Source: an optimization exercise on an open RTL-to-GDS flow (aim: small area, a short achievable clock period and few clock cycles per item). Production flows keep margins and buffers that such runs may drop.
In this exercise RTL edits were held to simulation tests only and were not proved equivalent to the original.
No activity file was given, so power comes from the tool's default toggle rates.

Setup of north:
Design qe_mix, start of the top module:
module qe_mix (
    input  wire        clk,
    input  wire        rst,
    input  wire        in_valid,
    output wire        in_ready,
    input  wire [23:0] in_sample,
    input  wire [23:0] in_gain,
    input  wire        in_last,
    input  wire [23:0] in_dgain,
    output reg         out_valid,
    input  wire        out_ready,
    output reg  [23:0] out_sample,
    output reg  [1:0]  out_clip
);
    reg rdy_q;       
    reg vi_q;        
    reg il_q;        
    reg vp_q;        
    reg vr_q, vm_q;  
    reg ph_q;        
    reg sk_q;        
    reg clr_q;       
    assign in_ready = rdy_q;
    wire take = in_valid & rdy_q & ~rst;
    reg [23:0] x_q;
    reg [11:0] b1_one, b1_two, b1_neg;
    reg [23:0] dg_i;
    wire [24:0] g_ext = {in_gain, 1'b0};
    wire [11:0] g_one, g_two, g_neg;
    genvar gi;
    generate for (gi = 0; gi < 12; gi = gi + 1) begin : genc
        wire y2 = g_ext[2*gi+2], y1 = g_ext[2*gi+1], y0 = g_ext[2*gi];
        assign g_one[gi] = y1 ^ y0;
        assign g_two[gi] = (y2 & ~y1 & ~y0) | (~y2 & y1 & y0);
        assign g_neg[gi] = y2;
    end endgenerate
    reg [53:0] acc_s, acc_c;
    reg [23:0] dg_p;
    wire ren = ~vr_q | ph_q;                  
    wire clr = clr_q;
    wire [53:0] acc_si = clr ? 54'd2097152 : acc_s;
    wire [53:0] acc_ci = clr ? 54'd0 : acc_c;
    wire [53:0] acc_s_d, acc_c_d;
    reg [23:0] r_s1;
    reg        r_c1;
    reg [5:0]  d2_one, d2_two, d2_neg;        
    reg [5:0]  lo_one, lo_two, lo_neg;        
    wire [45:0] lo1  = {1'b0, acc_s[44:0]} + {1'b0, acc_c[44:0]};
    wire        c45  = lo1[45];
    wire [8:0]  a1   = acc_s[53:45], b1 = acc_c[53:45];
    wire [8:0]  p1   = a1 ^ b1;
    wire [8:0]  top1 = a1 + b1 + {8'd0, c45};
    wire        z1r  = &(p1[8:1] ~^ (a1[7:0] | b1[7:0]));
    wire        o1r  = &(p1[8:1] ^ (a1[7:0] & b1[7:0]));
    wire        fit1 = c45 ? ((z1r & p1[0]) | (o1r & ~p1[0])) : ((z1r & ~p1[0]) | (o1r & p1[0]));
    wire        sgn1 = top1[8];
    wire [23:0] sat1 = fit1 ? {p1[0] ^ c45, lo1[44:22]} : {sgn1, {23{~sgn1}}};
    wire [24:0] d_ext = {dg_p, 1'b0};
    wire [11:0] d_one, d_two, d_neg;
    generate for (gi = 0; gi < 12; gi = gi + 1) begin : denc
  ...
Size in the first run: roughly 3600 cells after synthesis, roughly 110 I/O pins.
Settings: LEC_CHECK=0, ABC_CLOCK_PERIOD_IN_PS=3000, CAP_MARGIN=20, CORE_MARGIN=2, CORE_UTILIZATION=40, CTS_BUF_LIST=sky130_fd_sc_hd__clkbuf_4, SETUP_SLACK_MARGIN=5, SLEW_MARGIN=20; clock period 9.0 ns.
run.sh (not shown) runs the stock make flow with config.mk's settings and CLKGATE_MAP_FILE= SYNTH_SCRIPT=/design/flow/synth_recipe.tcl, a recipe that flattens the netlist after the stock synthesis.
north finished every stage and its layout cleared the timing, DRC and antenna checks.
Testbench counts of north, summed over its fixed seeds: cycles 14,810, items 3,200.
--- input diff north..south ---
--- a/flow/design.v
+++ b/flow/design.v
@@ -9,25 +9,24 @@
     input  wire [23:0] in_dgain,
     output reg         out_valid,
     input  wire        out_ready,
     output reg  [23:0] out_sample,
     output reg  [1:0]  out_clip
 );
     reg rdy_q;       
     reg vi_q;        
     reg il_q;        
     reg vp_q;        
     reg vr_q, vm_q;  
     reg ph_q;        
-    reg sk_q;        
     reg clr_q;       
     assign in_ready = rdy_q;
     wire take = in_valid & rdy_q & ~rst;
     reg [23:0] x_q;
     reg [11:0] b1_one, b1_two, b1_neg;
     reg [23:0] dg_i;
     wire [24:0] g_ext = {in_gain, 1'b0};
     wire [11:0] g_one, g_two, g_neg;
     genvar gi;
     generate for (gi = 0; gi < 12; gi = gi + 1) begin : genc
         wire y2 = g_ext[2*gi+2], y1 = g_ext[2*gi+1], y0 = g_ext[2*gi];
         assign g_one[gi] = y1 ^ y0;
@@ -71,38 +70,35 @@
     wire [47:0] m_s_d, m_c_d;
     wire [10:0] m_lo = {1'b0, m_s_d[9:0]} + {1'b0, m_c_d[9:0]};
     wire [35:0] lo2  = {1'b0, m_s[34:0]} + {1'b0, m_c[34:0]} + {35'd0, m_cin};
     wire        c31  = lo2[35];
     wire [2:0]  a2   = m_s[37:35], b2 = m_c[37:35];
     wire [2:0]  p2   = a2 ^ b2;
     wire [2:0]  top2 = a2 + b2 + {2'd0, c31};
     wire        z2r  = &(p2[2:1] ~^ (a2[1:0] | b2[1:0]));
     wire        o2r  = &(p2[2:1] ^ (a2[1:0] & b2[1:0]));
     wire        fit2 = c31 ? ((z2r & p2[0]) | (o2r & ~p2[0])) : ((z2r & ~p2[0]) | (o2r & p2[0]));
     wire        sgn2 = top2[2];
     wire [23:0] sat2 = fit2 ? {p2[0] ^ c31, lo2[34:12]} : {sgn2, {23{~sgn2}}};
-    reg  [23:0] sk_s;
-    reg  [1:0]  sk_c;
-    wire men       = ~vm_q | ~sk_q;           
-    wire o_take    = vm_q & ~sk_q;            
-    wire main_free = ~out_valid | out_ready;
+    wire main_free = ~out_valid | out_ready;   
+    wire o_take    = vm_q & main_free;        
+    wire men       = ~vm_q | main_free;       
     wire il_n = take & in_last;
     wire vp_n = (vi_q & il_q) | (vp_q & ~ren);
     wire vr_n = (vp_q & ren) | (vr_q & ~ph_q);
     wire ph_n = vr_q & ~ph_q & men;           
     wire vm_n = (vr_q & ph_q) | (vm_q & ~o_take);
-    wire vo_n = main_free ? (sk_q | o_take) : 1'b1;
-    wire sk_n = main_free ? 1'b0 : (sk_q | o_take);
+    wire vo_n = main_free ? vm_q : 1'b1;
     wire ren_n = ~vr_n | ph_n;
-    wire men_n = ~vm_n | ~sk_n;
+    wire men_n = ~vm_n | ~vo_n;
     wire blk_n = (il_n | (vp_n & ~ren_n)) & ((vp_n & ren_n) | (vr_n & ~ph_n & ~men_n));
     always @(posedge clk) begin
         x_q    <= in_sample;
         b1_one <= g_one & {12{take}};
         b1_two <= g_two & {12{take}};
         b1_neg <= g_neg & {12{take}};
         il_q   <= in_last;
         dg_i   <= in_dgain;
         acc_s  <= acc_s_d;
         acc_c  <= acc_c_d;
         if (vi_q & il_q) dg_p <= dg_i;
         if (vp_q & ren) begin
@@ -120,51 +116,45 @@
             d2_two <= lo_two;
             d2_neg <= lo_neg;
         end
         z_s <= m_s_d[35:0] & {36{ph_n}};
         z_c <= m_c_d[35:0] & {36{ph_n}};
         if (vr_q & ph_q) begin
             m_s   <= m_s_d[47:10];
             m_c   <= m_c_d[47:10];
             m_cin <= m_lo[10];
             m_c1  <= r_c1;
         end
         if (main_free) begin
-            out_sample <= sk_q ? sk_s : sat2;
-            out_clip   <= sk_q ? sk_c : {~fit2, m_c1};
-        end
-        if (~sk_q) begin
-            sk_s <= sat2;
-            sk_c <= {~fit2, m_c1};
+            out_sample <= sat2;
+            out_clip   <= {~fit2, m_c1};
         end
         if (rst) begin
             rdy_q     <= 1'b1;
             clr_q     <= 1'b1;
             vi_q      <= 1'b0;
             vp_q      <= 1'b0;
             vr_q      <= 1'b0;
             ph_q      <= 1'b0;
             vm_q      <= 1'b0;
             out_valid <= 1'b0;
-            sk_q      <= 1'b0;
         end else begin
             rdy_q     <= ~blk_n;
             clr_q     <= vp_n & ren_n;
             vi_q      <= take;
             vp_q      <= vp_n;
             vr_q      <= vr_n;
             ph_q      <= ph_n;
             vm_q      <= vm_n;
             out_valid <= vo_n;
-            sk_q      <= sk_n;
         end
     end
     wire p_pp0_0 = ((b1_one[0] & x_q[0])) ^ b1_neg[0];
     wire p_pp0_1 = ((b1_one[0] & x_q[1]) | (b1_two[0] & x_q[0])) ^ b1_neg[0];
     wire p_pp0_2 = ((b1_one[0] & x_q[2]) | (b1_two[0] & x_q[1])) ^ b1_neg[0];
     wire p_pp0_3 = ((b1_one[0] & x_q[3]) | (b1_two[0] & x_q[2])) ^ b1_neg[0];
     wire p_pp0_4 = ((b1_one[0] & x_q[4]) | (b1_two[0] & x_q[3])) ^ b1_neg[0];
     wire p_pp0_5 = ((b1_one[0] & x_q[5]) | (b1_two[0] & x_q[4])) ^ b1_neg[0];
     wire p_pp0_6 = ((b1_one[0] & x_q[6]) | (b1_two[0] & x_q[5])) ^ b1_neg[0];
     wire p_pp0_7 = ((b1_one[0] & x_q[7]) | (b1_two[0] & x_q[6])) ^ b1_neg[0];
     wire p_pp0_8 = ((b1_one[0] & x_q[8]) | (b1_two[0] & x_q[7])) ^ b1_neg[0];
     wire p_pp0_9 = ((b1_one[0] & x_q[9]) | (b1_two[0] & x_q[8])) ^ b1_neg[0];
## What came out
Against north, number of standard cells after synthesis in south fell by a few percent. Changes observed in south relative to north: total power now smaller; global-route usage comparable; utilization now larger; tap cell instance count now smaller. south ends up with a hold slack that is 0.0038 ns higher than in north.
Testbench counts of south, summed over its fixed seeds: cycles 14,810, items 3,200.

[re-timing with driven ports]
How much do the figures lean on ideal ports? The routed layouts below were timed once more, with nothing changed but the port constraints. Step 1, drivers: a clkbuf_16 drives clk and a buf_2 each remaining input, both assumed. Step 2 times the ports against the registers' clock, not the clock port: input delays grow and output delays shrink by t, the midpoint of the rising clock arrivals with the driver on. a / b / c = ideal ports / drivers / drivers and shift; a / b = the first two.
run | shift t [ns] | setup WS [ns] | clock arrival spread, ns
north | 1.069 | 4.998 / 4.998 / 4.737 | 0.075 / 0.075
south | 1.063 | 5.074 / 5.074 / 4.454 | 0.085 / 0.085
After both steps every run listed still meets setup and hold. The setup slack of south, which loses most, moves by 0.000 ns with the drivers and by -0.620 ns with both steps.
